What follows belongs to an exercise in optimizing a design on an open flow for small area, a short achievable clock period and few clock cycles; a production flow would make more cautious choices.
No run shown here included a check of the RTL's function; only the layout flow was run.

## flow/flow/run.sh

```bash
#!/bin/bash
set -o pipefail
export BUFFER_PORTS_ARGS="-buffer_cell sky130_fd_sc_hd__buf_1"
bash standard.sh finish > standard_flow.log 2>&1
status=$?
echo "standard.sh exit status $status"
exit $status
```

## flow/standard.sh

```bash
#!/bin/bash
# synth_recipe.tcl (not shown) runs the flow's synth.tcl, then flattens the netlist and writes it again
# the make line also repeats each setting of config.mk as NAME=value (left out here)
make -C /OpenROAD-flow-scripts/flow DESIGN_CONFIG=/design/flow/config.mk WORK_HOME=/design/flow/orfs CLKGATE_MAP_FILE= SYNTH_SCRIPT=/design/flow/synth_recipe.tcl "${@:-finish}"
```

## flow/config.mk

```make
export PLATFORM = sky130hd
export DESIGN_NAME = ite_cmac
export DESIGN_NICKNAME = ite_cmac
export VERILOG_FILES = /design/flow/design.v
export SDC_FILE = /design/flow/constraint.sdc
export NUM_CORES = 4
export LEC_CHECK = 0
export CAP_MARGIN = 20
export CELL_PAD_IN_SITES_DETAIL_PLACEMENT = 0
export CELL_PAD_IN_SITES_GLOBAL_PLACEMENT = 0
export CORE_MARGIN = 2
export CORE_UTILIZATION = 50
export PLACE_DENSITY = 0.65
export SETUP_SLACK_MARGIN = 4.0
export SLEW_MARGIN = 20
export SYNTH_HIERARCHICAL = 1
```

## flow/constraint.sdc

```tcl
create_clock -name core_clock -period 10.0 [get_ports {clk}]
set_input_delay 2.0000 -clock core_clock [delete_from_list [all_inputs] [get_ports {clk}]]
set_output_delay 2.0000 -clock core_clock [all_outputs]
set_load 0.01 [all_outputs]
```

## flow/design.v

```verilog
module sbg_xor2 (input wire a, input wire b, output wire y);
    assign y = a ^ b;
endmodule
module sbg_xnor2 (input wire a, input wire b, output wire y);
    assign y = ~(a ^ b);
endmodule
module sbg_nand2 (input wire a, input wire b, output wire y);
    assign y = ~(a & b);
endmodule
module sbg_nand2b (input wire an, input wire b, output wire y);
    assign y = ~(~an & b);
endmodule
module sbg_aoi222 (input wire a, input wire b, input wire c, input wire d,
                   input wire e, input wire f, output wire y);
    assign y = ~((a & b) | (c & d) | (e & f));
endmodule
module xor8 (input wire [7:0] a, input wire [7:0] b, output wire [7:0] y);
    genvar i;
    generate
        for (i = 0; i < 8; i = i + 1) begin : g
            sbg_xor2 u (.a(a[i]), .b(b[i]), .y(y[i]));
        end
    endgenerate
endmodule
module xtime8 (input wire [7:0] a, output wire [7:0] y);
    assign y[0] = a[7];
    sbg_xor2 u1 (.a(a[0]), .b(a[7]), .y(y[1]));
    assign y[2] = a[1];
    sbg_xor2 u3 (.a(a[2]), .b(a[7]), .y(y[3]));
    sbg_xor2 u4 (.a(a[3]), .b(a[7]), .y(y[4]));
    assign y[7:5] = a[6:4];
endmodule
module sbg_aoi22 (input wire a, input wire b, input wire c, input wire d, output wire y);
    assign y = ~((a & b) | (c & d));
endmodule
module sbg_mux2 (input wire a, input wire b, input wire s, output wire y);
    assign y = s ? b : a;
endmodule
module sbg_ao22 (input wire a, input wire b, input wire c, input wire d, output wire y);
    assign y = (a & b) | (c & d);
endmodule
module aes_sbox (
    input  wire [7:0] a,
    output wire [7:0] y
);
    wire U0 = a[7], U1 = a[6], U2 = a[5], U3 = a[4];
    wire U4 = a[3], U5 = a[2], U6 = a[1], U7 = a[0];
    wire T1, T2, T3, T4, T5, T6, T7, T8, T9, T10, T11, T12;
    wire T13, T14, T15, T16, T17, T18, T19, T20, T21, T22, T23, T24;
    wire T25, T26, T27, M1, M2, M3, M4, M5, M6, M7, M8, M9;
    wire M10, M11, M12, M13, M14, M15, M16, M17, M18, M19, M20, M21;
    wire M22, M23, M24, M25, M26, M27, M28, M29, M30, M31, M32, M33;
    wire M34, M35, M36, M37, M38, M39, M40, F1, F2, F3, F4, F5;
    wire F6, F7, F8, F9, F10, F11, F12, F13, F14, F15, F16, F17;
    wire F18, F19, F20, F21, F22, F23, F24, F25, F26, F27, F28, F29;
    wire F30, P0_0, P0_1, P0_2, P0_3, Q0_0, Q0_1, P1_0, P1_1, P1_2, P1_3, Q1_0;
    wire Q1_1, P2_0, P2_1, P2_2, P2_3, Q2_0, Q2_1, P3_0, P3_1, P3_2, P3_3, Q3_0;
    wire Q3_1, P4_0, P4_1, P4_2, P4_3, Q4_0, Q4_1, P5_0, P5_1, P5_2, P5_3, Q5_0;
    wire Q5_1, P6_0, P6_1, P6_2, P6_3, Q6_0, Q6_1, P7_0, P7_1, P7_2, P7_3, Q7_0;
    wire Q7_1;
    sbg_xor2 g_T1 (.a(U0), .b(U3), .y(T1));
    sbg_xor2 g_T2 (.a(U0), .b(U5), .y(T2));
    sbg_xor2 g_T3 (.a(U0), .b(U6), .y(T3));
    sbg_xor2 g_T4 (.a(U3), .b(U5), .y(T4));
    sbg_xor2 g_T5 (.a(U4), .b(U6), .y(T5));
    sbg_xor2 g_T6 (.a(T1), .b(T5), .y(T6));
    sbg_xor2 g_T7 (.a(U1), .b(U2), .y(T7));
    sbg_xor2 g_T8 (.a(U7), .b(T6), .y(T8));
    sbg_xor2 g_T9 (.a(U7), .b(T7), .y(T9));
    sbg_xor2 g_T10 (.a(T6), .b(T7), .y(T10));
    sbg_xor2 g_T11 (.a(U1), .b(U5), .y(T11));
    sbg_xor2 g_T12 (.a(U2), .b(U5), .y(T12));
    sbg_xor2 g_T13 (.a(T3), .b(T4), .y(T13));
    sbg_xor2 g_T14 (.a(T6), .b(T11), .y(T14));
    sbg_xor2 g_T15 (.a(T5), .b(T11), .y(T15));
    sbg_xor2 g_T16 (.a(T5), .b(T12), .y(T16));
    sbg_xor2 g_T17 (.a(T9), .b(T16), .y(T17));
    sbg_xor2 g_T18 (.a(U3), .b(U7), .y(T18));
    sbg_xor2 g_T19 (.a(T7), .b(T18), .y(T19));
    sbg_xor2 g_T20 (.a(T1), .b(T19), .y(T20));
    sbg_xor2 g_T21 (.a(U6), .b(U7), .y(T21));
    sbg_xor2 g_T22 (.a(T7), .b(T21), .y(T22));
    sbg_xor2 g_T23 (.a(T2), .b(T22), .y(T23));
    sbg_xor2 g_T24 (.a(T2), .b(T10), .y(T24));
    sbg_xor2 g_T25 (.a(T20), .b(T17), .y(T25));
    sbg_xor2 g_T26 (.a(T3), .b(T16), .y(T26));
    sbg_xor2 g_T27 (.a(T1), .b(T12), .y(T27));
    sbg_nand2 g_M1 (.a(T13), .b(T6), .y(M1));
    sbg_nand2 g_M2 (.a(T23), .b(T8), .y(M2));
    sbg_xnor2 g_M3 (.a(T14), .b(M1), .y(M3));
    sbg_nand2 g_M4 (.a(T19), .b(U7), .y(M4));
    sbg_xor2 g_M5 (.a(M4), .b(M1), .y(M5));
    sbg_nand2 g_M6 (.a(T3), .b(T16), .y(M6));
    sbg_nand2 g_M7 (.a(T22), .b(T9), .y(M7));
    sbg_xnor2 g_M8 (.a(T26), .b(M6), .y(M8));
    sbg_nand2 g_M9 (.a(T20), .b(T17), .y(M9));
    sbg_xor2 g_M10 (.a(M9), .b(M6), .y(M10));
    sbg_nand2 g_M11 (.a(T1), .b(T15), .y(M11));
    sbg_nand2 g_M12 (.a(T4), .b(T27), .y(M12));
    sbg_xor2 g_M13 (.a(M12), .b(M11), .y(M13));
    sbg_nand2 g_M14 (.a(T2), .b(T10), .y(M14));
    sbg_xor2 g_M15 (.a(M14), .b(M11), .y(M15));
    sbg_xnor2 g_M16 (.a(M3), .b(M2), .y(M16));
    sbg_xor2 g_M17 (.a(M5), .b(T24), .y(M17));
    sbg_xnor2 g_M18 (.a(M8), .b(M7), .y(M18));
    sbg_xor2 g_M19 (.a(M10), .b(M15), .y(M19));
    sbg_xor2 g_M20 (.a(M16), .b(M13), .y(M20));
    sbg_xor2 g_M21 (.a(M17), .b(M15), .y(M21));
    sbg_xor2 g_M22 (.a(M18), .b(M13), .y(M22));
    sbg_xor2 g_M23 (.a(M19), .b(T25), .y(M23));
    sbg_xor2 g_M24 (.a(M22), .b(M23), .y(M24));
    sbg_nand2 g_M25 (.a(M22), .b(M20), .y(M25));
    sbg_xnor2 g_M26 (.a(M21), .b(M25), .y(M26));
    sbg_xor2 g_M27 (.a(M20), .b(M21), .y(M27));
    sbg_xnor2 g_M28 (.a(M23), .b(M25), .y(M28));
    sbg_nand2 g_M29 (.a(M28), .b(M27), .y(M29));
    sbg_nand2 g_M30 (.a(M26), .b(M24), .y(M30));
    sbg_nand2 g_M31 (.a(M20), .b(M23), .y(M31));
    sbg_nand2b g_M32 (.an(M31), .b(M27), .y(M32));
    sbg_xnor2 g_M33 (.a(M27), .b(M25), .y(M33));
    sbg_nand2 g_M34 (.a(M21), .b(M22), .y(M34));
    sbg_nand2b g_M35 (.an(M34), .b(M24), .y(M35));
    sbg_xnor2 g_M36 (.a(M24), .b(M25), .y(M36));
    sbg_xnor2 g_M37 (.a(M21), .b(M29), .y(M37));
    sbg_xnor2 g_M38 (.a(M32), .b(M33), .y(M38));
    sbg_xnor2 g_M39 (.a(M23), .b(M30), .y(M39));
    sbg_xnor2 g_M40 (.a(M35), .b(M36), .y(M40));
    sbg_xor2 g_F1 (.a(U0), .b(U2), .y(F1));
    sbg_xor2 g_F2 (.a(U1), .b(U3), .y(F2));
    sbg_xor2 g_F3 (.a(U2), .b(U3), .y(F3));
    sbg_xor2 g_F4 (.a(U0), .b(U4), .y(F4));
    sbg_xor2 g_F5 (.a(U0), .b(F2), .y(F5));
    sbg_xor2 g_F6 (.a(T7), .b(F4), .y(F6));
    sbg_xor2 g_F7 (.a(U1), .b(T12), .y(F7));
    sbg_xor2 g_F8 (.a(T2), .b(T7), .y(F8));
    sbg_xor2 g_F9 (.a(T5), .b(F1), .y(F9));
    sbg_xor2 g_F10 (.a(T5), .b(F2), .y(F10));
    sbg_xor2 g_F11 (.a(T2), .b(T5), .y(F11));
    sbg_xor2 g_F12 (.a(U7), .b(T11), .y(F12));
    sbg_xor2 g_F13 (.a(U3), .b(T21), .y(F13));
    sbg_xor2 g_F14 (.a(T12), .b(T21), .y(F14));
    sbg_xor2 g_F15 (.a(T4), .b(F6), .y(F15));
    sbg_xor2 g_F16 (.a(T6), .b(F6), .y(F16));
    sbg_xor2 g_F17 (.a(U0), .b(F10), .y(F17));
    sbg_xor2 g_F18 (.a(T6), .b(F7), .y(F18));
    sbg_xor2 g_F19 (.a(U7), .b(F5), .y(F19));
    sbg_xor2 g_F20 (.a(U5), .b(T19), .y(F20));
    sbg_xor2 g_F21 (.a(T6), .b(F14), .y(F21));
    sbg_xor2 g_F22 (.a(F10), .b(F14), .y(F22));
    sbg_xor2 g_F23 (.a(T9), .b(F9), .y(F23));
    sbg_xor2 g_F24 (.a(U7), .b(F10), .y(F24));
    sbg_xor2 g_F25 (.a(T19), .b(F9), .y(F25));
    sbg_xor2 g_F26 (.a(U1), .b(F14), .y(F26));
    sbg_xor2 g_F27 (.a(U7), .b(T13), .y(F27));
    sbg_xor2 g_F28 (.a(T9), .b(F11), .y(F28));
    sbg_xor2 g_F29 (.a(F10), .b(F12), .y(F29));
    sbg_xor2 g_F30 (.a(U0), .b(F22), .y(F30));
    sbg_nand2 g_P0_0 (.a(M37), .b(F26), .y(P0_0));
    sbg_nand2 g_P0_1 (.a(M38), .b(F25), .y(P0_1));
    sbg_nand2 g_P0_2 (.a(M39), .b(F29), .y(P0_2));
    sbg_nand2 g_P0_3 (.a(M40), .b(F11), .y(P0_3));
    sbg_xor2 g_Q0_0 (.a(P0_0), .b(P0_1), .y(Q0_0));
    sbg_xor2 g_Q0_1 (.a(P0_2), .b(P0_3), .y(Q0_1));
    sbg_xnor2 g_y0 (.a(Q0_0), .b(Q0_1), .y(y[0]));
    sbg_nand2 g_P1_0 (.a(M37), .b(F30), .y(P1_0));
    sbg_nand2 g_P1_1 (.a(M38), .b(F17), .y(P1_1));
    sbg_nand2 g_P1_2 (.a(M39), .b(F3), .y(P1_2));
    sbg_nand2 g_P1_3 (.a(M40), .b(F10), .y(P1_3));
    sbg_xor2 g_Q1_0 (.a(P1_0), .b(P1_1), .y(Q1_0));
    sbg_xor2 g_Q1_1 (.a(P1_2), .b(P1_3), .y(Q1_1));
    sbg_xnor2 g_y1 (.a(Q1_0), .b(Q1_1), .y(y[1]));
    sbg_nand2 g_P2_0 (.a(M37), .b(F22), .y(P2_0));
    sbg_nand2 g_P2_1 (.a(M38), .b(F27), .y(P2_1));
    sbg_nand2 g_P2_2 (.a(M39), .b(F17), .y(P2_2));
    sbg_nand2 g_P2_3 (.a(M40), .b(F14), .y(P2_3));
    sbg_xor2 g_Q2_0 (.a(P2_0), .b(P2_1), .y(Q2_0));
    sbg_xor2 g_Q2_1 (.a(P2_2), .b(P2_3), .y(Q2_1));
    sbg_xor2 g_y2 (.a(Q2_0), .b(Q2_1), .y(y[2]));
    sbg_nand2 g_P3_0 (.a(M37), .b(F23), .y(P3_0));
    sbg_nand2 g_P3_1 (.a(M38), .b(F20), .y(P3_1));
    sbg_nand2 g_P3_2 (.a(M39), .b(F13), .y(P3_2));
    sbg_nand2 g_P3_3 (.a(M40), .b(F18), .y(P3_3));
    sbg_xor2 g_Q3_0 (.a(P3_0), .b(P3_1), .y(Q3_0));
    sbg_xor2 g_Q3_1 (.a(P3_2), .b(P3_3), .y(Q3_1));
    sbg_xor2 g_y3 (.a(Q3_0), .b(Q3_1), .y(y[3]));
    sbg_nand2 g_P4_0 (.a(M37), .b(F9), .y(P4_0));
    sbg_nand2 g_P4_1 (.a(M38), .b(F24), .y(P4_1));
    sbg_nand2 g_P4_2 (.a(M39), .b(F4), .y(P4_2));
    sbg_nand2 g_P4_3 (.a(M40), .b(F7), .y(P4_3));
    sbg_xor2 g_Q4_0 (.a(P4_0), .b(P4_1), .y(Q4_0));
    sbg_xor2 g_Q4_1 (.a(P4_2), .b(P4_3), .y(Q4_1));
    sbg_xor2 g_y4 (.a(Q4_0), .b(Q4_1), .y(y[4]));
    sbg_nand2 g_P5_0 (.a(M37), .b(F21), .y(P5_0));
    sbg_nand2 g_P5_1 (.a(M38), .b(F15), .y(P5_1));
    sbg_nand2 g_P5_2 (.a(M39), .b(F12), .y(P5_2));
    sbg_nand2 g_P5_3 (.a(M40), .b(F8), .y(P5_3));
    sbg_xor2 g_Q5_0 (.a(P5_0), .b(P5_1), .y(Q5_0));
    sbg_xor2 g_Q5_1 (.a(P5_2), .b(P5_3), .y(Q5_1));
    sbg_xnor2 g_y5 (.a(Q5_0), .b(Q5_1), .y(y[5]));
    sbg_nand2 g_P6_0 (.a(M37), .b(T24), .y(P6_0));
    sbg_nand2 g_P6_1 (.a(M38), .b(F1), .y(P6_1));
    sbg_nand2 g_P6_2 (.a(M39), .b(F16), .y(P6_2));
    sbg_nand2 g_P6_3 (.a(M40), .b(F5), .y(P6_3));
    sbg_xor2 g_Q6_0 (.a(P6_0), .b(P6_1), .y(Q6_0));
    sbg_xor2 g_Q6_1 (.a(P6_2), .b(P6_3), .y(Q6_1));
    sbg_xnor2 g_y6 (.a(Q6_0), .b(Q6_1), .y(y[6]));
    sbg_nand2 g_P7_0 (.a(M37), .b(F2), .y(P7_0));
    sbg_nand2 g_P7_1 (.a(M38), .b(F28), .y(P7_1));
    sbg_nand2 g_P7_2 (.a(M39), .b(F6), .y(P7_2));
    sbg_nand2 g_P7_3 (.a(M40), .b(F19), .y(P7_3));
    sbg_xor2 g_Q7_0 (.a(P7_0), .b(P7_1), .y(Q7_0));
    sbg_xor2 g_Q7_1 (.a(P7_2), .b(P7_3), .y(Q7_1));
    sbg_xor2 g_y7 (.a(Q7_0), .b(Q7_1), .y(y[7]));
endmodule
module ite_cmac (
    input  wire         clk,
    input  wire         rst,
    output reg          ready,
    input  wire         key_load,
    input  wire [255:0] key,
    output reg          kcv_valid,
    output wire [23:0]  kcv,
    input  wire         msg_start,
    input  wire [15:0]  tenant,
    input  wire [15:0]  ns,
    input  wire [63:0]  lba,
    input  wire [31:0]  zgen,
    input  wire [31:0]  key_id,
    input  wire         blk_valid,
    output reg          blk_ready,
    input  wire [127:0] blk_data,
    output reg          tag_valid,
    output wire [127:0] tag
);
    localparam [1:0] K_L   = 2'd0,     
                     K_KCV = 2'd1,     
                     K_MSG = 2'd2;     
    reg          busy;         
    reg          waiting;      
    reg          kstart;       
    reg          kcap;         
    reg          k1start;      
    reg  [1:0]   kind;
    reg  [3:0]   rnd;          
    reg          last;         
    reg  [8:0]   blk;          
    reg  [127:0] state;        
    reg  [255:0] key_r;        
    reg  [255:0] kw;           
    reg  [127:0] k1;           
    reg  [31:0]  kid;          
    function [7:0] xtime;
        input [7:0] b;
        xtime = {b[6:0], 1'b0} ^ (b[7] ? 8'h1b : 8'h00);
    endfunction
    function [15:0] le16;
        input [15:0] v;
        le16 = {v[7:0], v[15:8]};
    endfunction
    function [31:0] le32;
        input [31:0] v;
        le32 = {v[7:0], v[15:8], v[23:16], v[31:24]};
    endfunction
    function [63:0] le64;
        input [63:0] v;
        le64 = {le32(v[31:0]), le32(v[63:32])};
    endfunction
    genvar g;
    wire [31:0] kw_last = kw[31:0];
    wire [31:0] kw_sub;
    aes_sbox u_ks0 (.a(kw_last[31:24]), .y(kw_sub[31:24]));
    aes_sbox u_ks1 (.a(kw_last[23:16]), .y(kw_sub[23:16]));
    aes_sbox u_ks2 (.a(kw_last[15:8]),  .y(kw_sub[15:8]));
    aes_sbox u_ks3 (.a(kw_last[7:0]),   .y(kw_sub[7:0]));
    reg [7:0] rcon;
    always @(*) begin
        case (rnd[3:1])
            3'd0:    rcon = 8'h01;    
            3'd1:    rcon = 8'h02;    
            3'd2:    rcon = 8'h04;
            3'd3:    rcon = 8'h08;
            3'd4:    rcon = 8'h10;
            3'd5:    rcon = 8'h20;
            default: rcon = 8'h40;    
        endcase
    end
    wire [31:0] kt  = rnd[0] ? ({kw_sub[23:0], kw_sub[31:24]} ^ {rcon, 24'h0}) : kw_sub;
    wire [31:0] p1  = kw[255:224] ^ kw[223:192];
    wire [31:0] p2  = p1 ^ kw[191:160];
    wire [31:0] p3  = p2 ^ kw[159:128];
    wire [127:0] kw_nx;
    generate
        for (g = 0; g < 32; g = g + 1) begin : g_nw
            sbg_xor2 u_n0 (.a(kw[224+g]), .b(kt[g]), .y(kw_nx[96+g]));
            sbg_xor2 u_n1 (.a(p1[g]),     .b(kt[g]), .y(kw_nx[64+g]));
            sbg_xor2 u_n2 (.a(p2[g]),     .b(kt[g]), .y(kw_nx[32+g]));
            sbg_xor2 u_n3 (.a(p3[g]),     .b(kt[g]), .y(kw_nx[g]));
        end
    endgenerate
    wire [127:0] rk_cur = kw[127:0];
    wire [127:0] rk0    = key_r[255:128];
    wire [127:0] sb;
    generate
        for (g = 0; g < 16; g = g + 1) begin : g_sb
            aes_sbox u_sb (.a(state[127-8*g -: 8]), .y(sb[127-8*g -: 8]));
        end
    endgenerate
    wire [127:0] sr;
    genvar c, r;
    generate
        for (c = 0; c < 4; c = c + 1) begin : g_sr_c
            for (r = 0; r < 4; r = r + 1) begin : g_sr_r
                assign sr[127-8*(4*c+r) -: 8] = sb[127-8*(4*((c+r)%4)+r) -: 8];
            end
        end
    endgenerate
    wire [127:0] mc;
    generate
        for (c = 0; c < 4; c = c + 1) begin : g_mc
            wire [7:0] a0 = sr[127-32*c    -: 8];
            wire [7:0] a1 = sr[127-32*c-8  -: 8];
            wire [7:0] a2 = sr[127-32*c-16 -: 8];
            wire [7:0] a3 = sr[127-32*c-24 -: 8];
            wire [7:0] s01, s12, s23, s30, u0, u1, u2, u3, x0, x1, x2, x3;
            xor8   u_s01 (.a(a0), .b(a1), .y(s01));
            xor8   u_s12 (.a(a1), .b(a2), .y(s12));
            xor8   u_s23 (.a(a2), .b(a3), .y(s23));
            xor8   u_s30 (.a(a3), .b(a0), .y(s30));
            xor8   u_u0  (.a(a1), .b(s23), .y(u0));
            xor8   u_u1  (.a(a2), .b(s30), .y(u1));
            xor8   u_u2  (.a(a3), .b(s01), .y(u2));
            xor8   u_u3  (.a(a0), .b(s12), .y(u3));
            xtime8 u_x0  (.a(s01), .y(x0));
            xtime8 u_x1  (.a(s12), .y(x1));
            xtime8 u_x2  (.a(s23), .y(x2));
            xtime8 u_x3  (.a(s30), .y(x3));
            xor8   u_m0  (.a(u0), .b(x0), .y(mc[127-32*c    -: 8]));
            xor8   u_m1  (.a(u1), .b(x1), .y(mc[127-32*c-8  -: 8]));
            xor8   u_m2  (.a(u2), .b(x2), .y(mc[127-32*c-16 -: 8]));
            xor8   u_m3  (.a(u3), .b(x3), .y(mc[127-32*c-24 -: 8]));
        end
    endgenerate
    wire [127:0] hdr0 = {le16(tenant), le16(ns), le64(lba), le32(zgen)};
    wire [127:0] hdr1 = {le32(kid), 96'h0};
    wire msg_blk_end = busy && last && (kind == K_MSG);
    wire want_data   = waiting || (msg_blk_end && (blk != 9'd0) && (blk != 9'd257));
    wire take_data   = want_data && blk_valid;
    wire take_hdr1   = msg_blk_end && (blk == 9'd0);
    wire take_hdr0   = ready && !key_load && msg_start;
    wire last_data   = (blk == 9'd256);    
    wire         x_en   = take_hdr0 || take_hdr1 || take_data || kstart || k1start;
    wire         k1_sel = k1start || (take_data && last_data);
    wire         sel_mc = busy && !last;
    wire         sel_sr = busy && last;
    wire [127:0] n_rk, n_rk0, n_k1, n_in, z_1, z_2, z_add;
    wire [127:0] y_n, state_nx;
    generate
        for (g = 0; g < 128; g = g + 1) begin : g_nx
            sbg_nand2 u_a (.a(busy),   .b(rk_cur[g]), .y(n_rk[g]));
            sbg_nand2 u_b (.a(x_en),   .b(rk0[g]),    .y(n_rk0[g]));
            sbg_nand2 u_c (.a(k1_sel), .b(k1[g]),     .y(n_k1[g]));
            sbg_xor2 u_z1 (.a(n_rk[g]), .b(n_rk0[g]), .y(z_1[g]));
            sbg_xor2 u_z2 (.a(z_1[g]),  .b(n_k1[g]),  .y(z_2[g]));
            sbg_aoi222 u_y (.a(sel_mc), .b(mc[g]), .c(sel_sr), .d(sr[g]),
                            .e(waiting), .f(state[g]), .y(y_n[g]));
            if (g >= 96) begin : g_h1
                sbg_aoi222 u_d (.a(take_hdr0), .b(hdr0[g]), .c(take_data), .d(blk_data[g]),
                                .e(take_hdr1), .f(hdr1[g]), .y(n_in[g]));
                sbg_xor2   u_z3 (.a(z_2[g]),  .b(n_in[g]),  .y(z_add[g]));
                sbg_xnor2  u_z  (.a(y_n[g]), .b(z_add[g]), .y(state_nx[g]));
            end else begin : g_h0
                sbg_ao22   u_d (.a(take_hdr0), .b(hdr0[g]), .c(take_data), .d(blk_data[g]),
                                .y(n_in[g]));
                sbg_xor2   u_z3 (.a(z_2[g]),  .b(n_in[g]),  .y(z_add[g]));
                sbg_xor2   u_z  (.a(y_n[g]), .b(z_add[g]), .y(state_nx[g]));
            end
        end
    endgenerate
    wire kw_reload = !busy || last;
    wire kw_keep   = !kw_reload;
    wire [127:0] L_dbl = {state[126:0], 1'b0} ^ (state[127] ? 128'h87 : 128'h0);
    wire [255:0] kw_in = {kw[127:0], kw_nx};
    wire [255:0] kw_d;
    generate
        for (g = 0; g < 256; g = g + 1) begin : g_kw
            sbg_ao22 u_m (.a(kw_in[g]), .b(kw_keep), .c(key_r[g]), .d(kw_reload), .y(kw_d[g]));
        end
    endgenerate
    assign tag = state;
    assign kcv = {state[111:104], state[119:112], state[127:120]};
    always @(posedge clk) begin
        state <= state_nx;
        kw    <= kw_d;
        if (ready && key_load) key_r <= key;
        if (take_hdr0) kid <= key_id;
        if (kcap) k1 <= L_dbl;
    end
    always @(posedge clk) begin
        if (rst) begin
            ready     <= 1'b1;
            busy      <= 1'b0;
            waiting   <= 1'b0;
            kstart    <= 1'b0;
            kcap      <= 1'b0;
            k1start   <= 1'b0;
            kind      <= K_L;
            rnd       <= 4'd1;
            last      <= 1'b0;
            blk       <= 9'd0;
            blk_ready <= 1'b0;
            kcv_valid <= 1'b0;
            tag_valid <= 1'b0;
        end else begin
            kcv_valid <= 1'b0;
            tag_valid <= 1'b0;
            kstart    <= 1'b0;
            kcap      <= 1'b0;
            k1start   <= kcap;
            if (ready && key_load) begin
                ready  <= 1'b0;
                kstart <= 1'b1;
            end else if (take_hdr0) begin
                ready <= 1'b0;
                busy  <= 1'b1;
                kind  <= K_MSG;
                blk   <= 9'd0;
                rnd   <= 4'd1;
                last  <= 1'b0;
            end
            if (kstart || k1start) begin
                busy <= 1'b1;
                kind <= kstart ? K_L : K_KCV;
                rnd  <= 4'd1;
                last <= 1'b0;
            end
            if (waiting && blk_valid) begin
                waiting   <= 1'b0;
                blk       <= blk + 9'd1;
                blk_ready <= 1'b0;
                busy      <= 1'b1;
                rnd       <= 4'd1;
                last      <= 1'b0;
            end
            if (busy) begin
                if (!last) begin
                    rnd  <= rnd + 4'd1;
                    last <= (rnd == 4'd13);
                    if (rnd == 4'd13 && kind == K_MSG && blk != 9'd0 && blk != 9'd257)
                        blk_ready <= 1'b1;
                end else begin
                    rnd  <= 4'd1;
                    last <= 1'b0;
                    case (kind)
                        K_L: begin
                            busy <= 1'b0;
                            kcap <= 1'b1;
                        end
                        K_KCV: begin
                            busy      <= 1'b0;
                            kcv_valid <= 1'b1;
                            ready     <= 1'b1;
                        end
                        default: begin
                            if (blk == 9'd257) begin
                                busy      <= 1'b0;
                                tag_valid <= 1'b1;
                                ready     <= 1'b1;
                            end else begin
                                if (blk == 9'd0) begin
                                    blk <= 9'd1;
                                end else if (blk_valid) begin
                                    blk       <= blk + 9'd1;
                                    blk_ready <= 1'b0;
                                end else begin
                                    busy    <= 1'b0;
                                    waiting <= 1'b1;
                                end
                            end
                        end
                    endcase
                end
            end
        end
    end
endmodule
```

==> summary.txt, run 1 <==
Yosys
  – Warnings from Yosys: 7
  – Count of mapped cells out of synthesis: 6,391
  – Synthesized net count: 6,945
  – Number of unique standard cell types used by synthesis: 50
  – Cell area after synthesis: 0.0622 sq mm
  – EDFF count, synth: 416
  – Flops & latches, synth: 825
  – Commonest register cell after synthesis: sky130_fd_sc_hd__edfxtp_1
  – Average instance area after synthesis: 9.74 sq um
  – FFs w/ async S/R, synth: 0%
  – Register area share after synthesis: 33.2%

Worst hold path
  – Hold Crit Class: flop to flop
  – Number of cells on the worst hold path: 1
  – Start point of the worst min-delay path: key_r[120]
  – Hold EP: kw[120]

Status
  – Result of the run: finished clean

Finish
  – Fill count: 10.9k
  – Utilization of the core after routing: 58.2%
  – Layout-stage area growth over the synthesis result: 15.7%
  – Final net count: 7,557
  – Commonest cells after routing, fill and taps aside: sky130_fd_sc_hd__xor2_1, sky130_fd_sc_hd__nand2_1, sky130_fd_sc_hd__buf_1
  – Share of final-layout standard cells stronger than drive strength 1: 9.02%
  – Most common cell after layout, fill and taps aside: sky130_fd_sc_hd__xor2_1

Place
  – Port Buffer Count: 704
  – Half-perimeter wire length of the detailed placement result: 162 mm
  – Final Wtd Congestion: 0.964

Route
  – Final WL: 213 mm
  – DRC errors left: 0
  – Residual antenna-violating net count after detailed routing: 0
  – Drt pass-1 iters: 9
  – Routed vias: 47.7k
  – Number of vias per cell after detailed routing: 5.47
  – DRC violation total after the first TritonRoute iteration: 5,640
  – Drt wl/cell: 24.4 microns

Timing
  – Count of final max-slew check failures: 0
  – Final hold violation count: 0
  – Endpoints failing setup: 0
  – Final Cycle Share: 59.3%
  – Transition at the pin with the smallest max-transition slack: 1130 ps
  – Worst-case headroom to the max-slew limit: 24.5%
  – Top achievable clock speed: 169 MHz
  – Min cycle time layout: 5930 ps
  – RSZ-0062 raised after global routing: false
  – Smallest hold slack: 456 ps
  – Layout Skew: 46.4 ps
  – Total negative slack: 0 ps

Worst setup path
  – Depth of the worst register-to-register path: 18
  – Largest fanout on the critical path: 60
  – Critical path launch point type: input pin
  – CP Capture Type: flop
  – Required time of the worst setup path: 10,640 ps
  – Worst flop-to-flop path startpoint: state[71]
  – Crit Reg-Reg Endpoint: state[41]
  – Critical path start-end classification: input pin to flop
  – CP arrival: 6570 ps

Clock tree
  – CTS Root Cell: sky130_fd_sc_hd__clkbuf_16
  – Clk buf depth: 3
  – Count of hold buffers inserted by post-cts repair: 0
  – Worst skew pair latency: 740 ps
  – # clock sinks: 825
  – CTS H-tree lvls: 3
  – Clk pin slew, worst setup/hold paths: 60 ps
  – Clock tree from TritonCTS: done
  – Num CTS Buffers: 91

Global route
  – Initial antenna violation count: 2
  – Remaining global-route overflow: 0
  – Gr usage total: 32.1%
  – Largest net degree at the start of global routing: 204
  – First-pass GRT wire length: 303 mm
  – Number of global-route vias before repair: 46.1k

Floorplanning
  – Vert. Die Dim: 357 microns
  – Top-level port count: 705
  – Die X-Extent: 357 microns
  – Die area: 0.127 sq mm
  – Core Box Area: 0.124 sq mm
  – Std cell rows: 129
  – Initial core utilization: 50.3%

Job
  – Max capacitance violation total: 0
==> flip-flops by register name (all words and copies together) (netlist names) <==
register   flops
kstart         1
kw           256
ready          1
k1start        1
last           1
rnd            4
busy           1
kind           2
kcap           1
tag_valid      1
state        128
key_r        256
kid           32
waiting        1
blk_ready      1
k1           128
kcv_valid      1
blk            9
==> metal layers <==
layer | part of all wire, % | GRT usage (%) | wire length, microns
met5 | 0 | 0 | 0
met1 | 41 | 42.6 | 87900
met2 | 46 | 51.8 | 98500
met3 | 7.5 | 4.92 | 16100
met4 | 4.9 | 14.3 | 10400
==> Yosys stat by module (local to each module, per instance), excerpt <==
| module | cells inside | flops+latches |
|---|---|---|
| sbg_nand2b | 1 | 0 |
| sbg_ao22 | 1 | 0 |
| sbg_aoi222 | 1 | 0 |
| sbg_xnor2 | 1 | 0 |
| ite_cmac | 1283 | 825 |
| sbg_xor2 | 1 | 0 |
| xtime8 | 5 | 0 |
| sbg_nand2 | 1 | 0 |
==> worst max-delay path by stage <==
stage	from	endpoint	slack, ps	cells past startpoint
floorplan	busy	state[0]	880	4
global placement	state[107]	state[43]	2850	17
detailed placement	state[105]	state[43]	2760	18
CTS	state[117]	state[25]	3890	18
global route	state[71]	state[43]	3910	18
finish	blk_valid	state[72]	4070	11
==> worst max-delay path, cell delays in order <==
cell	delay (ps)
sky130_fd_sc_hd__buf_1	300
sky130_fd_sc_hd__nand2_1	400
sky130_fd_sc_hd__o21ai_4	160
sky130_fd_sc_hd__buf_4	570
sky130_fd_sc_hd__or3_4	600
sky130_fd_sc_hd__buf_4	700
sky130_fd_sc_hd__nand2_1	150
sky130_fd_sc_hd__xor2_1	800
sky130_fd_sc_hd__xor2_1	270
sky130_fd_sc_hd__xor2_1	320
sky130_fd_sc_hd__xor2_1	200
==> layout make-up <==
class	instances	area, sq um	share of cell area [%]
Clock inverter	49	612	0.850
Multi-Input combinational cell	5315	42800	59.5
Clock buffer	123	2520	3.50
Inverter	6	37.5	0.0521
Antenna cell	1	2.50	0.00348
Sequential cell	825	20800	28.9
Timing Repair Buffer	764	3140	4.37
Tap cell	1637	2050	2.85
==> Yosys cell counts, types with 12 or more instances <==
master | number | share of area [%]
sky130_fd_sc_hd__edfxtp_1 | 416 | 20
sky130_fd_sc_hd__clkbuf_1 | 12 | 0.072
sky130_fd_sc_hd__buf_4 | 229 | 2.8
sky130_fd_sc_hd__mux2_2 | 26 | 0.47
sky130_fd_sc_hd__nand2b_1 | 42 | 0.42
sky130_fd_sc_hd__nand2_1 | 1319 | 8.0
sky130_fd_sc_hd__a222oi_1 | 160 | 2.6
sky130_fd_sc_hd__dfxtp_1 | 409 | 13
sky130_fd_sc_hd__xnor2_1 | 355 | 5.0
sky130_fd_sc_hd__nor2_1 | 28 | 0.17
sky130_fd_sc_hd__xor2_1 | 2925 | 41
sky130_fd_sc_hd__a22o_1 | 352 | 5.0
sky130_fd_sc_hd__a21oi_1 | 25 | 0.20
==> logic make-up (layout without fill, tap and decap cells) <==
logic type / Yosys count / count (layout) / synth area share, %
AO/OA/AOI/OAI: 561 / 561 / 8.02
XOR/XNOR: 3280 / 3280 / 46.2
adder cells (fa/ha/maj): 5 / 5 / 0.101
buffers and inverters: 252 / 942 / 2.92
flip-flops: 825 / 825 / 33.2
multiplexers: 28 / 28 / 0.503
other: 0 / 1 / 0
AND/OR/NAND/NOR: 1440 / 1441 / 9.08
==> per-stage QoR <==
step	instances	area [sq um]	setup slack (ps)
after floorplan	6391	62300	880
after global placement	8533	65600	2850
after detailed placement	8533	65600	2760
after CTS	8706	70100	3890
after global routing	8719	72000	3910
final	8720	72000	4070
==> repair_timing <==
item | 4_1_cts | 5_1_grt
cloned | 1 | 0
gates resized for setup | 211 | 252
buffers inserted | 0 | 13
pin swaps | 1 | 29
setup endpoints to repair | 156 | 220
==> run 2, diff against run 1 <==
--- a/flow/config.mk
+++ b/flow/config.mk
@@ -11,6 +11,6 @@
 export CORE_MARGIN = 2
 export CORE_UTILIZATION = 50
 export PLACE_DENSITY = 0.65
-export SETUP_SLACK_MARGIN = 4.0
+export SETUP_SLACK_MARGIN = 3.5
 export SLEW_MARGIN = 20
 export SYNTH_HIERARCHICAL = 1
==> run 2 against run 1 <==
Net effect:
- first-iteration DRC count fell by 2.3%
- synthesized cell count stayed put
- highest routed layer unchanged
- hold slack improved by 1.1 ps
- cell area shrank 2.8%
- cell count down 0.17%
- global-route usage shrank 0.23 points
- flip-flop and latch count unchanged
==> summary.txt, run 2 <==
Timing
  – RSZ-0062 raised after global routing: true
  – Min cycle time layout: 6260 ps
  – Endpoints failing setup: 0
  – Layout Skew: 46.1 ps
  – Final Cycle Share: 62.6%
  – Total negative slack: 0 ps
  – Worst-case headroom to the max-slew limit: 22.8%
  – Post-layout worst setup margin: 3740 ps
  – Count of final max-slew check failures: 0
  – Top achievable clock speed: 160 MHz
  – Transition at the pin with the smallest max-transition slack: 1150 ps
  – Final hold violation count: 0

Yosys
  – Fraction of synthesized cell area taken by the top area cell type: 41.2%
  – Count of mapped cells out of synthesis: 6,391
  – Flops & latches, synth: 825
  – Synth Area in Compound Gates: 8.02%
  – Synth top cells by count: sky130_fd_sc_hd__xor2_1, sky130_fd_sc_hd__nand2_1, sky130_fd_sc_hd__edfxtp_1
  – Mux share of post-synthesis cell area: 0.503%
  – EDFF count, synth: 416
  – Main area contributors after synthesis: sky130_fd_sc_hd__xor2_1, sky130_fd_sc_hd__edfxtp_1, sky130_fd_sc_hd__dfxtp_1, sky130_fd_sc_hd__nand2_1, sky130_fd_sc_hd__xnor2_1
  – Synthesized net count: 6,945
  – Commonest register cell after synthesis: sky130_fd_sc_hd__edfxtp_1
  – Most frequently used cell type in the post-synthesis netlist: sky130_fd_sc_hd__xor2_1
  – Average instance area after synthesis: 9.74 sq um
  – FFs w/ async S/R, synth: 0%
  – Warnings from Yosys: 7
  – Main combinational cell family by area after synthesis: XOR/XNOR gates
  – Adder-cell share of the synthesized area: 0.101%
  – Synth area leader: sky130_fd_sc_hd__xor2_1
  – Cell area after synthesis: 0.0622 sq mm
  – Area share of xor/xnor cells in the synthesized design: 46.2%
  – Number of unique standard cell types used by synthesis: 50
  – Share of synthesized cell area in and, or, nand and nor gates: 9.08%
  – Register area share after synthesis: 33.2%

Clock tree
  – Clk pin slew, worst setup/hold paths: 60 ps
  – Clk buf depth: 3
  – CTS H-tree lvls: 3
  – Worst skew pair latency: 730 ps
  – Post CTS Setup Buffer Count: 0
  – CTS Root Cell: sky130_fd_sc_hd__clkbuf_16
  – Num CTS Buffers: 91
  – Clock tree from TritonCTS: done
  – # clock sinks: 825

Finish
  – Layout-stage area growth over the synthesis result: 12.5%
  – Largest regs: key_r x256, kw x256
  – Most common cell after layout, fill and taps aside: sky130_fd_sc_hd__xor2_1
  – Final net count: 7,543
  – Utilization of the core after routing: 56.6%
  – Share of final-layout standard cells stronger than drive strength 1: 5.91%
  – Summed area of non-filler cells in the final layout: 0.0700 sq mm
  – Footprint of the multi-input gates: 0.0410 sq mm
  – Commonest cells after routing, fill and taps aside: sky130_fd_sc_hd__xor2_1, sky130_fd_sc_hd__nand2_1, sky130_fd_sc_hd__buf_1
  – Fill count: 11.2k
  – Area taken by flip-flops and latches: 0.0207 sq mm
  – # diodes: 0

Global route
  – Remaining global-route overflow: 0
  – Largest net degree at the start of global routing: 204
  – First-pass GRT wire length: 301 mm
  – Gr usage total: 31.9%
  – Initial antenna violation count: 2
  – Number of global-route vias before repair: 45.6k

Place
  – Port Buffer Count: 704
  – Area post-placement: 0.0656 sq mm
  – Worst slack at placement: 2760 ps
  – Final Wtd Congestion: 0.964
  – Half-perimeter wire length of the detailed placement result: 162 mm

Route
  – Drt wl/cell: 24.2 microns
  – DRC errors left: 0
  – Final WL: 211 mm
  – Routed vias: 47.6k
  – Residual antenna-violating net count after detailed routing: 0
  – Number of vias per cell after detailed routing: 5.46
  – Drt pass-1 iters: 10
  – DRC violation total after the first TritonRoute iteration: 5,512

Floorplanning
  – Vert. Die Dim: 357 microns
  – Top-level port count: 705
  – Die X-Extent: 357 microns
  – Core Box Area: 0.124 sq mm
  – Std cell rows: 129
  – Die area: 0.127 sq mm
  – Initial core utilization: 50.3%

Worst setup path
  – Required time of the worst setup path: 10,600 ps
  – Worst flop-to-flop path startpoint: state[70]
  – CP arrival: 6860 ps
  – Critical path start-end classification: flop to flop
  – Critical Path Start: state[70]
  – CP Capture Type: flop
  – Largest fanout on the critical path: 8
  – Critical path launch point type: flop
  – Setup crit end: state[43]
  – Depth of the worst register-to-register path: 18
  – Crit Reg-Reg Endpoint: state[43]

Status
  – Result of the run: finished clean

Worst hold path
  – Hold Crit Class: flop to flop

Job
  – Max capacitance violation total: 0
==> run 2: worst min-delay path by stage <==
stage / end / slack, ps / startpoint / cells after the start
6_report: kw[120] / 460 / key_r[120] / 1
5_1_grt: kw[116] / 470 / key_r[116] / 1
4_1_cts: kw[120] / 460 / key_r[120] / 1
3_5_place_dp: kw[116] / 440 / key_r[116] / 1
3_3_place_gp: kw[74] / 440 / key_r[74] / 1
2_1_floorplan: kw[0] / 440 / key_r[0] / 1
==> run 2: worst max-delay path, cell delays in order (launching register included) <==
cell and delay [ps]:
sky130_fd_sc_hd__dfxtp_1 680, sky130_fd_sc_hd__xor2_2 440, sky130_fd_sc_hd__xor2_1 480, sky130_fd_sc_hd__xor2_1 300, sky130_fd_sc_hd__nand2_1 100, sky130_fd_sc_hd__xor2_1 190
sky130_fd_sc_hd__xor2_1 210, sky130_fd_sc_hd__xor2_1 450, sky130_fd_sc_hd__xor2_1 310, sky130_fd_sc_hd__nand2_1 140, sky130_fd_sc_hd__xnor2_2 450, sky130_fd_sc_hd__nand2_1 140
sky130_fd_sc_hd__xor2_1 270, sky130_fd_sc_hd__xor2_2 420, sky130_fd_sc_hd__xor2_2 410, sky130_fd_sc_hd__xor2_1 210, sky130_fd_sc_hd__xor2_1 480, sky130_fd_sc_hd__a222oi_1 240
sky130_fd_sc_hd__xor2_1 210
==> run 2: final cells by class <==
type,instances,area share (%)
Sequential cell,825,29.6
Clock inverter,49,0.874
Multi-Input combinational cell,5314,58.6
Timing Repair Buffer,751,4.31
Clock buffer,123,3.60
Inverter,6,0.0536
Tap cell,1637,2.93
==> run 2: kinds of logic after synthesis <==
group / count (synthesis)
compound gates: 561
mux: 28
fa+ha+maj: 5
xor+xnor: 3280
simple gates: 1440
flops: 825
buf+inv: 252
==> run 2: timing repair <==
item                                    in CTS  in global routing
hold buffers                                 0                  0
endpoints found under the setup margin      94                148
pin swaps                                    0                  1
gates resized for setup                     40                150
==> run 2: per-layer routing <==
layer | GRT usage (%) | part of all wire, %
met1 | 42.6 | 42
met2 | 51.7 | 47
met3 | 4.60 | 7.1
met4 | 13.1 | 4.3
met5 | 0 | 0
==> run 2: metrics by stage <==
stage / hold slack (ps) / std cells
5_1_grt: 473 / 8705
3_5_place_dp: 440 / 8533
2_1_floorplan: 436 / 6391
3_3_place_gp: 439 / 8533
4_1_cts: 457 / 8705
6_report: 457 / 8705
==> run 2: per-module statistics from Yosys, one instance, submodules excluded, excerpt <==
| module | copies in the design | cells inside | area [sq um] | flops+latches |
|---|---|---|---|---|
| sbg_ao22 | 352 | 1 | 8.76 | 0 |
| sbg_nand2b | 40 | 1 | 6.26 | 0 |
| xtime8 | 16 | 5 | 37.5 | 0 |
| sbg_aoi222 | 160 | 1 | 10.0 | 0 |
| sbg_xnor2 | 352 | 1 | 8.76 | 0 |
| sbg_xor2 | 2820 | 1 | 8.76 | 0 |
| sbg_nand2 | 1304 | 1 | 3.75 | 0 |
| ite_cmac | 1 | 1283 | 24000 | 825 |
==> run 3, diff against run 2 <==
--- a/flow/config.mk
+++ b/flow/config.mk
@@ -11,6 +11,6 @@
 export CORE_MARGIN = 2
 export CORE_UTILIZATION = 50
 export PLACE_DENSITY = 0.65
-export SETUP_SLACK_MARGIN = 3.5
+export SETUP_SLACK_MARGIN = 4.5
 export SLEW_MARGIN = 20
 export SYNTH_HIERARCHICAL = 1
==> run 3 against run 2 <==
Net effect:
- clock skew shrank 9.7 ps
- register-to-register slack improved by 860 ps
- count of clock-buffer cells in the layout rose by 6
- highest routed layer is now met5
- hold slack lost 9.0 ps
- fmax is 14% higher
- sequential share of layout area decreased by 2.1 points
- non-clock buffer count rose by 260
==> summary.txt, run 3 <==
Worst setup path
  – Required time of the worst setup path: 10,590 ps
  – Critical path start-end classification: input pin to flop
  – CP arrival: 6110 ps
  – CP Capture Type: flop
  – Critical path launch point type: input pin
  – Largest fanout on the critical path: 79

Yosys
  – Cell area after synthesis: 0.0622 sq mm
  – Mux share of post-synthesis cell area: 0.503%
  – Synthesized net count: 6,945
  – Fraction of synthesized cell area taken by the top area cell type: 41.2%
  – Flops & latches, synth: 825
  – Main area contributors after synthesis: sky130_fd_sc_hd__xor2_1, sky130_fd_sc_hd__edfxtp_1, sky130_fd_sc_hd__dfxtp_1, sky130_fd_sc_hd__nand2_1, sky130_fd_sc_hd__xnor2_1
  – Average instance area after synthesis: 9.74 sq um
  – Count of mapped cells out of synthesis: 6,391
  – Number of unique standard cell types used by synthesis: 50
  – Synth top cells by count: sky130_fd_sc_hd__xor2_1, sky130_fd_sc_hd__nand2_1, sky130_fd_sc_hd__edfxtp_1
  – Most frequently used cell type in the post-synthesis netlist: sky130_fd_sc_hd__xor2_1
  – Warnings from Yosys: 7
  – Adder-cell share of the synthesized area: 0.101%
  – Synth Area in Compound Gates: 8.02%
  – FFs w/ async S/R, synth: 0%
  – Commonest register cell after synthesis: sky130_fd_sc_hd__edfxtp_1
  – Share of synthesized cell area in and, or, nand and nor gates: 9.08%
  – EDFF count, synth: 416
  – Synth area leader: sky130_fd_sc_hd__xor2_1
  – Register area share after synthesis: 33.2%
  – Area share of xor/xnor cells in the synthesized design: 46.2%
  – Main combinational cell family by area after synthesis: XOR/XNOR gates

Finish
  – Share of final-layout standard cells stronger than drive strength 1: 14.7%
  – Final net count: 7,807
  – Largest regs: key_r x256, kw x256
  – Layout-stage area growth over the synthesis result: 22.6%
  – Most common cell after layout, fill and taps aside: sky130_fd_sc_hd__xor2_1
  – Commonest cells after routing, fill and taps aside: sky130_fd_sc_hd__xor2_1, sky130_fd_sc_hd__nand2_1, sky130_fd_sc_hd__buf_1
  – Summed area of non-filler cells in the final layout: 0.0763 sq mm

Place
  – Port Buffer Count: 704
  – Worst slack at placement: 2840 ps
  – Final Wtd Congestion: 0.994
  – Area post-placement: 0.0656 sq mm
  – Half-perimeter wire length of the detailed placement result: 163 mm

Global route
  – Remaining global-route overflow: 0
  – Largest net degree at the start of global routing: 135
  – Gr usage total: 32.6%
  – First-pass GRT wire length: 307 mm
  – Initial antenna violation count: 2
  – Number of global-route vias before repair: 46.7k

Clock tree
  – Worst skew pair latency: 730 ps
  – CTS H-tree lvls: 3
  – Clk pin slew, worst setup/hold paths: 60 ps
  – CTS Root Cell: sky130_fd_sc_hd__clkbuf_16
  – Clk buf depth: 3
  – Num CTS Buffers: 93
  – # clock sinks: 825
  – Clock tree from TritonCTS: done

Route
  – DRC violation total after the first TritonRoute iteration: 5,391
  – Number of vias per cell after detailed routing: 5.49
  – Final WL: 220 mm
  – Drt pass-1 iters: 13
  – DRC errors left: 0
  – Routed vias: 49.3k
  – Residual antenna-violating net count after detailed routing: 0
  – Drt wl/cell: 24.5 microns

Floorplanning
  – Vert. Die Dim: 357 microns
  – Std cell rows: 129
  – Die area: 0.127 sq mm
  – Die X-Extent: 357 microns
  – Initial core utilization: 50.3%
  – Top-level port count: 705
  – Core Box Area: 0.124 sq mm

Timing
  – Post-layout worst setup margin: 4490 ps
  – Total negative slack: 0 ps
  – Min cycle time layout: 5510 ps
  – Worst-case headroom to the max-slew limit: 23.4%
  – RSZ-0062 raised after global routing: true
  – Transition at the pin with the smallest max-transition slack: 1150 ps
  – Final hold violation count: 0
  – Count of final max-slew check failures: 0
  – Final Cycle Share: 55.1%
  – Top achievable clock speed: 181 MHz
  – Layout Skew: 36.4 ps
  – Endpoints failing setup: 0

Job
  – Max capacitance violation total: 0

Worst hold path
  – Hold Crit Class: flop to flop

Status
  – Result of the run: finished clean
## run 3: cell counts after synthesis
Identical to the previous run, type by type.
## run 3: logic make-up after synthesis
family                     count (synthesis)
AOI/OAI and AO/OA                        561
xor gates and xnor gates                3280
adders and majority gates                  5
buffers and inverters                    252
DFF                                      825
muxes                                     28
and+or+nand+nor                         1440
## run 3: what timing repair did
item | CTS | global route
gates resized for setup | 479 | 297
endpoints found under the setup margin | 252 | 256
setup buffers | 53 | 204
cloned | 1 | 1
hold buffers | 0 | 0
pin swaps | 47 | 125
## run 3: metal layers
metal / part of all wire, % / vias up / wire (microns) / GRT usage (%)
li1: - / 22600 / - / -
met4: 5.7 / 2 / 12600 / 16.5
met1: 40 / 24100 / 88100 / 42.8
met3: 8.1 / 437 / 17800 / 5.55
met5: 0.0059 / - / 13 / 0
met2: 46 / 2157 / 101000 / 51.7
## run 3: final timing paths
path / endpoint / cells after the start / startpoint / slack [ps]
hold reg to reg: kw[74] / 1 / key_r[74] / 450
setup / recovery: state[96] / 11 / blk_valid / 4490
hold / removal: kw[74] / 1 / key_r[74] / 450
setup reg to reg: state[116] / 19 / state[121] / 4600
## run 3: modules after synthesis (local to each module, per instance), excerpt
| module | times used | flops+latches |
|---|---|---|
| ite_cmac | 1 | 825 |
| sbg_aoi222 | 160 | 0 |
| sbg_xnor2 | 352 | 0 |
| sbg_xor2 | 2820 | 0 |
| sbg_ao22 | 352 | 0 |
| sbg_nand2b | 40 | 0 |
| sbg_nand2 | 1304 | 0 |
## run 3: final cells by class
cell class,count,area [sq um]
diodes,1,2.50
clock buffers,129,2640
clock inverters,47,529
fillers,10300,47400
inverters,6,37.5
multi-input cells,5316,44900
flip-flops and latches,825,20900
well taps,1637,2050
repair buffers,1011,5140
## run 3: worst max-delay path, stage by stage
cell and delay (ps):
sky130_fd_sc_hd__buf_1 320, sky130_fd_sc_hd__nand2_1 410, sky130_fd_sc_hd__o21ai_4 150, sky130_fd_sc_hd__buf_6 450
sky130_fd_sc_hd__or3_4 420, sky130_fd_sc_hd__buf_12 370, sky130_fd_sc_hd__nand2_1 130, sky130_fd_sc_hd__xor2_1 580
sky130_fd_sc_hd__xor2_1 590, sky130_fd_sc_hd__xor2_1 390, sky130_fd_sc_hd__xnor2_1 120
## run 3: stage by stage
step	hold slack (ps)	utilization (%)	cells
5_1_grt	471	61.7	8971
3_5_place_dp	444	53.1	8535
2_1_floorplan	436	-	6391
4_1_cts	448	58.6	8765
3_3_place_gp	439	53.1	8535
6_report	448	61.7	8972
==> run 4, diff against run 3 <==
--- a/flow/design.v
+++ b/flow/design.v
@@ -348,32 +348,33 @@
     wire take_hdr1   = msg_blk_end && (blk == 9'd0);
     wire take_hdr0   = ready && !key_load && msg_start;
     wire last_data   = (blk == 9'd256);    
-    wire         x_en   = take_hdr0 || take_hdr1 || take_data || kstart || k1start;
-    wire         k1_sel = k1start || (take_data && last_data);
+    wire         x_en   = ready || take_hdr1 || want_data || kstart || k1start;
+    wire         k1_sel = k1start || (want_data && last_data);
+    wire         w_en   = !want_data || blk_valid;
     wire         sel_mc = busy && !last;
     wire         sel_sr = busy && last;
-    wire [127:0] n_rk, n_rk0, n_k1, n_in, z_1, z_2, z_add;
+    wire [127:0] n_rk, n_rk0, n_k1, n_in, w_1, w_x, n_w, z_add;
     wire [127:0] y_n, state_nx;
     generate
         for (g = 0; g < 128; g = g + 1) begin : g_nx
             sbg_nand2 u_a (.a(busy),   .b(rk_cur[g]), .y(n_rk[g]));
             sbg_nand2 u_b (.a(x_en),   .b(rk0[g]),    .y(n_rk0[g]));
             sbg_nand2 u_c (.a(k1_sel), .b(k1[g]),     .y(n_k1[g]));
-            sbg_xor2 u_z1 (.a(n_rk[g]), .b(n_rk0[g]), .y(z_1[g]));
-            sbg_xor2 u_z2 (.a(z_1[g]),  .b(n_k1[g]),  .y(z_2[g]));
-            sbg_aoi222 u_y (.a(sel_mc), .b(mc[g]), .c(sel_sr), .d(sr[g]),
-                            .e(waiting), .f(state[g]), .y(y_n[g]));
+            sbg_xor2  u_w1 (.a(n_rk0[g]), .b(n_k1[g]), .y(w_1[g]));
             if (g >= 96) begin : g_h1
-                sbg_aoi222 u_d (.a(take_hdr0), .b(hdr0[g]), .c(take_data), .d(blk_data[g]),
+                sbg_aoi222 u_d (.a(ready), .b(hdr0[g]), .c(want_data), .d(blk_data[g]),
                                 .e(take_hdr1), .f(hdr1[g]), .y(n_in[g]));
-                sbg_xor2   u_z3 (.a(z_2[g]),  .b(n_in[g]),  .y(z_add[g]));
-                sbg_xnor2  u_z  (.a(y_n[g]), .b(z_add[g]), .y(state_nx[g]));
+                sbg_xnor2  u_w2 (.a(w_1[g]), .b(n_in[g]), .y(w_x[g]));
             end else begin : g_h0
-                sbg_ao22   u_d (.a(take_hdr0), .b(hdr0[g]), .c(take_data), .d(blk_data[g]),
+                sbg_ao22   u_d (.a(ready), .b(hdr0[g]), .c(want_data), .d(blk_data[g]),
                                 .y(n_in[g]));
-                sbg_xor2   u_z3 (.a(z_2[g]),  .b(n_in[g]),  .y(z_add[g]));
-                sbg_xor2   u_z  (.a(y_n[g]), .b(z_add[g]), .y(state_nx[g]));
+                sbg_xor2   u_w2 (.a(w_1[g]), .b(n_in[g]), .y(w_x[g]));
             end
+            sbg_nand2  u_g (.a(w_en), .b(w_x[g]), .y(n_w[g]));
+            sbg_xor2   u_z (.a(n_rk[g]), .b(n_w[g]), .y(z_add[g]));
+            sbg_aoi222 u_y (.a(sel_mc), .b(mc[g]), .c(sel_sr), .d(sr[g]),
+                            .e(waiting), .f(state[g]), .y(y_n[g]));
+            sbg_xnor2  u_n (.a(y_n[g]), .b(z_add[g]), .y(state_nx[g]));
         end
     endgenerate
     wire kw_reload = !busy || last;
@@ -392,7 +393,7 @@
         state <= state_nx;
         kw    <= kw_d;
         if (ready && key_load) key_r <= key;
-        if (take_hdr0) kid <= key_id;
+        if (ready) kid <= key_id;
         if (kcap) k1 <= L_dbl;
     end
     always @(posedge clk) begin
==> run 4 against run 3 <==
Net effect:
- via count rose by 2.7%
- register-to-register slack got worse by 50 ps
- fmax rose by 1.2%
- hold slack got worse by 0.61 ps
- global-route usage rose by 2.1 points
- core utilization rose by 0.45 points
- area after synthesis rose by 0.83%
- first-iteration DRC count rose by 12%
- critical endpoint is now state[69]
- highest routed layer unchanged
==> summary.txt, run 4 <==
Timing
  – Count of final max-slew check failures: 0
  – Endpoints failing setup: 0
  – Layout Skew: 52.4 ps
  – Final hold violation count: 0
  – Top achievable clock speed: 184 MHz
  – Worst-case headroom to the max-slew limit: 19.3%
  – RSZ-0062 raised after global routing: true
  – Total negative slack: 0 ps
  – Transition at the pin with the smallest max-transition slack: 1210 ps
  – Final Cycle Share: 54.5%
  – Min cycle time layout: 5450 ps

Worst setup path
  – Critical path launch point type: flop
  – Required time of the worst setup path: 10,630 ps
  – Instance count on the critical path: 18
  – Depth of the worst register-to-register path: 18
  – Worst-path cell chain: xor2_4, xor2_4, xor2_1, xor2_1, xor2_1, xor2_2, buf_4, xor2_1, xnor2_1, xnor2_4, buf_4, nand2_1, xor2_1, xor2_2, xor2_1, xor2_1, a222oi_1, xnor2_1
  – Cell repeated most along the worst path: sky130_fd_sc_hd__xor2_1
  – Largest fanout on the critical path: 11
  – Critical Path Start: state[103]
  – Max incr delay on CP: 690 ps
  – Setup crit end: state[69]
  – CP Capture Type: flop
  – CP arrival: 6080 ps
  – Crit-path leading delay family: XOR/XNOR gates
  – Critical path start-end classification: flop to flop
  – Worst flop-to-flop path startpoint: state[103]
  – Worst Path Buf+Inv: 2
  – Crit Reg-Reg Endpoint: state[69]
  – Slowest stage cell, crit path: sky130_fd_sc_hd__a222oi_1

Finish
  – Fill count: 10.5k
  – Layout-stage area growth over the synthesis result: 22.9%
  – Most common cell after layout, fill and taps aside: sky130_fd_sc_hd__xor2_1
  – Final non-filler cell total: 9,118
  – Commonest cells after routing, fill and taps aside: sky130_fd_sc_hd__xor2_1, sky130_fd_sc_hd__nand2_1, sky130_fd_sc_hd__buf_1
  – Share of final-layout standard cells stronger than drive strength 1: 14.7%
  – Largest regs: key_r x256, kw x256
  – Summed area of non-filler cells in the final layout: 0.0771 sq mm
  – Final net count: 7,953

Clock tree
  – Clk buf depth: 3
  – CTS H-tree lvls: 3
  – Num CTS Buffers: 94
  – Worst skew pair latency: 750 ps
  – # clock sinks: 825
  – Clk pin slew, worst setup/hold paths: 60 ps
  – CTS Root Cell: sky130_fd_sc_hd__clkbuf_16
  – Clock tree from TritonCTS: done

Route
  – Drt wl/cell: 25.6 microns
  – Final WL: 233 mm
  – Drt pass-1 iters: 9
  – Number of vias per cell after detailed routing: 5.55
  – Residual antenna-violating net count after detailed routing: 0
  – DRC violation total after the first TritonRoute iteration: 6,045
  – DRC errors left: 0
  – Routed vias: 50.6k

Yosys
  – FFs w/ async S/R, synth: 0%
  – Register area share after synthesis: 33.0%
  – Most frequently used cell type in the post-synthesis netlist: sky130_fd_sc_hd__xor2_1
  – Flops & latches, synth: 825
  – Count of mapped cells out of synthesis: 6,519
  – Average instance area after synthesis: 9.63 sq um
  – Main area contributors after synthesis: sky130_fd_sc_hd__xor2_1, sky130_fd_sc_hd__edfxtp_1, sky130_fd_sc_hd__dfxtp_1, sky130_fd_sc_hd__nand2_1, sky130_fd_sc_hd__xnor2_1
  – EDFF count, synth: 416
  – Fraction of synthesized cell area taken by the top area cell type: 39.0%
  – Commonest register cell after synthesis: sky130_fd_sc_hd__edfxtp_1
  – Warnings from Yosys: 7
  – Cell area after synthesis: 0.0628 sq mm
  – Synth top cells by count: sky130_fd_sc_hd__xor2_1, sky130_fd_sc_hd__nand2_1, sky130_fd_sc_hd__xnor2_1
  – Synth area leader: sky130_fd_sc_hd__xor2_1
  – Synthesized net count: 7,073
  – Number of unique standard cell types used by synthesis: 53

Floorplanning
  – Initial core utilization: 50.6%
  – Die area: 0.128 sq mm
  – Top-level port count: 705
  – Vert. Die Dim: 358 microns
  – Std cell rows: 129
  – Core Box Area: 0.124 sq mm
  – Die X-Extent: 358 microns

Status
  – Result of the run: finished clean

Global route
  – Initial antenna violation count: 11
  – Largest net degree at the start of global routing: 133
  – Busiest layer in global routing: met2
  – First-pass GRT wire length: 327 mm
  – Met3 demand-to-capacity share in global routing: 6.90%
  – Number of global-route vias before repair: 48.1k
  – Global-route track usage on met1: 47.7%
  – Met2 capacity usage during global routing: 52.3%
  – Gr usage total: 34.6%
  – Remaining global-route overflow: 0

Place
  – Placed insts: 8,684
  – Area post-placement: 0.0663 sq mm
  – Half-perimeter wire length of the detailed placement result: 173 mm
  – Port Buffer Count: 704
  – Final Wtd Congestion: 0.973

Job
  – Max capacitance violation total: 0

Worst hold path
  – Hold Crit Class: flop to flop
[run 4: changes by cell type in the layout (fill, tap and decap cells not counted), moves of 9 or more]
cell,change
sky130_fd_sc_hd__xor2_1,-142
sky130_fd_sc_hd__xnor2_1,+132
sky130_fd_sc_hd__nand2_1,+126
sky130_fd_sc_hd__dfxtp_4,+12
sky130_fd_sc_hd__dfxtp_2,-10
sky130_fd_sc_hd__xor2_4,+10
sky130_fd_sc_hd__buf_12,+9
[run 4: kinds of logic (layout without fill, tap and decap cells)]
logic type	count (synthesis)	in the layout	synth area share, %
fa+ha+maj	5	5	0.0997
other cells	0	2	0
flops	825	825	33.0
mux	27	27	0.480
compound gates	563	563	7.97
buf+inv	253	1213	2.90
simple gates	1563	1563	9.78
xor+xnor	3283	3283	45.8
[run 4: final cells by class]
type / instances / area [sq um] / area share, %
multi-input combinational: 5441 / 45600 / 59.1
sequential: 825 / 21000 / 27.2
timing repair buffer: 1025 / 5340 / 6.93
clock buffer: 130 / 2590 / 3.36
tap: 1637 / 2050 / 2.66
clock inverter: 46 / 515 / 0.668
inverter: 12 / 60.1 / 0.0779
antenna: 2 / 5.00 / 0.00649
[run 4: timing repair]
item | 4_1_cts | 5_1_grt
pin swaps | 57 | 124
resized for setup | 526 | 275
endpoints found under the setup margin | 256 | 254
hold buffers | 0 | 0
buffers inserted | 58 | 197
[run 4: modules after synthesis (local to each module, per instance), a selection]
module | flip-flops and latches | cells | times used
sbg_xnor2 | 0 | 1 | 480
xtime8 | 0 | 5 | 16
sbg_nand2b | 0 | 1 | 40
ite_cmac | 825 | 1283 | 1
sbg_ao22 | 0 | 1 | 352
sbg_aoi222 | 0 | 1 | 160
sbg_xor2 | 0 | 1 | 2692
sbg_nand2 | 0 | 1 | 1432
[run 4: worst min-delay path by stage]
stage | start | to | slack, ps | cells past startpoint
after floorplan | key_r[0] | kw[0] | 440 | 1
after detailed placement | key_r[119] | kw[119] | 440 | 1
after CTS | key_r[118] | kw[118] | 430 | 1
after global placement | key_r[23] | kw[23] | 440 | 1
final | key_r[118] | kw[118] | 450 | 1
after global routing | key_r[118] | kw[118] | 460 | 1
[run 4: per-layer routing]
layer  vias to the layer above  wire [microns]
met3                       372           21800
li1                      23000               -
met4                         6           12000
met1                     24900           96300
met2                      2376          103000
met5                         -              44
[run 4: per-stage QoR]
step / setup slack (ps) / hold WS, ps / utilization (%)
finish: 4550 / 447 / 62.2
global placement: 2890 / 437 / 53.4
CTS: 4460 / 434 / 59.2
detailed placement: 2940 / 443 / 53.4
global route: 4360 / 462 / 62.1
floorplan: 4650 / 436 / -

-- port drivers added, routing unchanged --
In the flow no input, the clock included, has a driving cell. The finished layouts below were timed again as built, in two steps.
Step 1, drivers: a clkbuf_16 drives clk and a buf_2 each remaining input, both assumed.
Step 2 moves the port delays by t, midway between the first and last clock arrival at a register: inputs arrive t later, outputs are due t later. That takes back most of the time a late clock gives input paths.
Three values: no drivers, after step 1, after step 2; two values: the first two.
run	t (ns)	slack for setup (ns)	worst hold slack (ns)	pins driven straight from the clock port
run 1	0.789	4.067 / 4.117 / 3.328	0.456 / 0.456 / 0.456	1
run 2	0.784	3.737 / 3.737 / 3.136	0.457 / 0.457 / 0.457	1
run 3	0.788	4.485 / 4.540 / 3.753	0.448 / 0.448 / 0.448	1
run 4	0.797	4.553 / 4.553 / 4.553	0.447 / 0.447 / 0.447	1
After both steps setup and hold are still met in every run listed. For run 1, which loses most, drivers alone change the setup slack by +0.050 ns; drivers and shift together by -0.739 ns.
